Background: an optimization exercise with open tools, aiming at small area, a short achievable clock period and few clock cycles per item. Do not read the settings as production practice. In this exercise RTL edits were held to simulation tests only and were not proved equivalent to the original.

Design fl_comp, start of the top module:
module fl_comp (
    input  wire               clk,
    input  wire               rst,
    input  wire               in_valid,
    output wire               in_ready,
    input  wire               in_start,      
    input  wire               in_settle,     
    input  wire               in_forced,     
    input  wire               in_ff_en,      
    input  wire signed [23:0] in_p,          
    input  wire        [13:0] in_centre,     
    input  wire signed [8:0]  in_code,       
    input  wire signed [17:0] in_ffd,        
    input  wire signed [23:0] cfg_ki,
    input  wire signed [23:0] cfg_b0,
    input  wire signed [23:0] cfg_b1,
    input  wire signed [23:0] cfg_b2,
    input  wire signed [23:0] cfg_a1,
    input  wire signed [23:0] cfg_a2,
    input  wire        [3:0]  cfg_gsh,
    input  wire        [15:0] cfg_imin,
    input  wire        [15:0] cfg_imax,
    input  wire        [15:0] cfg_dmin,
    input  wire        [15:0] cfg_dmax,
    input  wire        [15:0] cfg_ipre,
    input  wire        [15:0] cfg_ffd_max,
    input  wire               cfg_ovr_int,
    output reg                out_valid,
    output reg         [15:0] out_d,
    output reg                out_dsat_hi,
    output reg                out_dsat_lo,
    output reg                out_hold,
    output reg  signed [17:0] out_x,
    output reg  signed [39:0] out_i
);
Size in the first run: roughly 940 flip-flops, about 400 I/O pins, ~120,000 um2 of cells after synthesis.
==> flow/config.mk <==
export PLATFORM = sky130hd
export DESIGN_NAME = fl_comp
export DESIGN_NICKNAME = fl_comp
export VERILOG_FILES = /design/flow/design.v
export SDC_FILE = /design/flow/constraint.sdc
export NUM_CORES = 4
export LEC_CHECK = 0
export ABC_AREA = 1
export CAP_MARGIN = 20
export CORE_MARGIN = 2
export CORE_UTILIZATION = 40
export SLEW_MARGIN = 45
==> flow/constraint.sdc <==
create_clock -name core_clock -period 45.0 [get_ports {clk}]
set_input_delay 9.0000 -clock core_clock [delete_from_list [all_inputs] [get_ports {clk}]]
set_output_delay 9.0000 -clock core_clock [all_outputs]
set_load 0.01 [all_outputs]
standard.sh (not shown) runs the stock make flow with config.mk's settings and CLKGATE_MAP_FILE= SYNTH_SCRIPT=/design/flow/synth_recipe.tcl, a recipe that flattens the netlist after the stock synthesis.
==> flow/flow/run.sh <==
#!/bin/bash
# The standard layout (the standard.sh) with two changes in how it is made:
#  - Yosys's synth skips its early generic ABC pass (-noabc). The design's
#    carry-save trees are written out as full adders; that pass re-encodes
#    their polarity, so extract_fa then needs an inverter on many adder pins.
#    Registers are untouched; the final ABC mapping runs as usual.
#  - the port buffers are buf_2 cells instead of the default delay-buffer pick.
set -euo pipefail
export SYNTH_ARGS=-noabc
export BUFFER_PORTS_ARGS="-buffer_cell sky130_fd_sc_hd__buf_2"
bash standard.sh > standard_flow.log 2>&1
Testbench counts at the start, summed over its fixed seeds: cycles 12,143, items 12,000.
Rerun with:
--- a/flow/design.v
+++ b/flow/design.v
@@ -51,17 +51,17 @@
     wire acc = in_valid & rdy_q & ~rst;
     wire [3:0] gdiff = (cfg_gsh > la_g) ? cfg_gsh - la_g : la_g - cfg_gsh;
     wire [3:0] cnt_d = rst ? 4'd0
                      : acc ? (in_start ? 4'd1 : gdiff)
                      : ((s0_cnt != 4'd0) ? s0_cnt - 4'd1 : 4'd0);
     always @(posedge clk) begin
         v0         <= acc;
         s0_cnt     <= cnt_d;
-        rdy_q      <= (cnt_d == 4'd0);
+        rdy_q      <= rst | (acc ? (~in_start & (cfg_gsh == la_g)) : (s0_cnt[3:1] == 3'd0));
         if (acc)
             la_g   <= cfg_gsh;
         s0_start   <= in_start;
         s0_settle  <= in_settle;
         s0_forced  <= in_forced;
         s0_ff_en   <= in_ff_en;
         s0_ovr_int <= cfg_ovr_int;
         s0_p       <= in_p;
Effect: The new run finished with timing, DRC and antenna clean. Global-route usage came out higher by 0.45 points. Hold slack improves by 0.017 ns. Count of clock-buffer cells in the layout is lower by 10. Worst setup slack got worse by 0.072 ns. Final area stays flat. Sequential share of layout area hardly moves. Non-clock buffer count grows by 2. Via count rose by 0.94%. Sequential cell count is unchanged. Area after synthesis hardly moves. Critical path depth stays the same. Die area hardly moves.
Testbench counts after the change, summed over its fixed seeds: cycles 12,143, items 12,000.

## separate check: timing with driven ports
Ports are ideal in the flow. The routed layouts listed here were re-timed in OpenROAD.
Step 1 (the two cells are an assumption about what drives the block):
set clk [get_ports {clk}]
set_driving_cell -lib_cell sky130_fd_sc_hd__clkbuf_16 $clk
set_driving_cell -lib_cell sky130_fd_sc_hd__buf_2 [delete_from_list [all_inputs] $clk]
Step 2 adds t to the input delays and takes it off the output delays; t is the mean of the earliest and latest rising clock arrival at the registers after step 1. Input paths then give back, and output paths get back, about the clock's delay inside the block.
Three values: ideal, step 1, step 2; two values: the first two.
run | t (ns) | setup WS [ns] | worst setup path at the end | clock arrival spread, ns | worst register clock-pin slew, ns
the first run | 0.993 | 34.598 / 34.485 / 33.714 | input to register | 0.095 / 0.094 | 0.09 / 0.09
the second run | 1.022 | 34.526 / 34.427 / 34.198 | input to register | 0.134 / 0.133 | 0.08 / 0.08
After both steps every run listed still meets setup and hold. For the first run, which loses most, drivers alone change the setup slack by -0.113 ns; drivers and shift together by -0.884 ns.
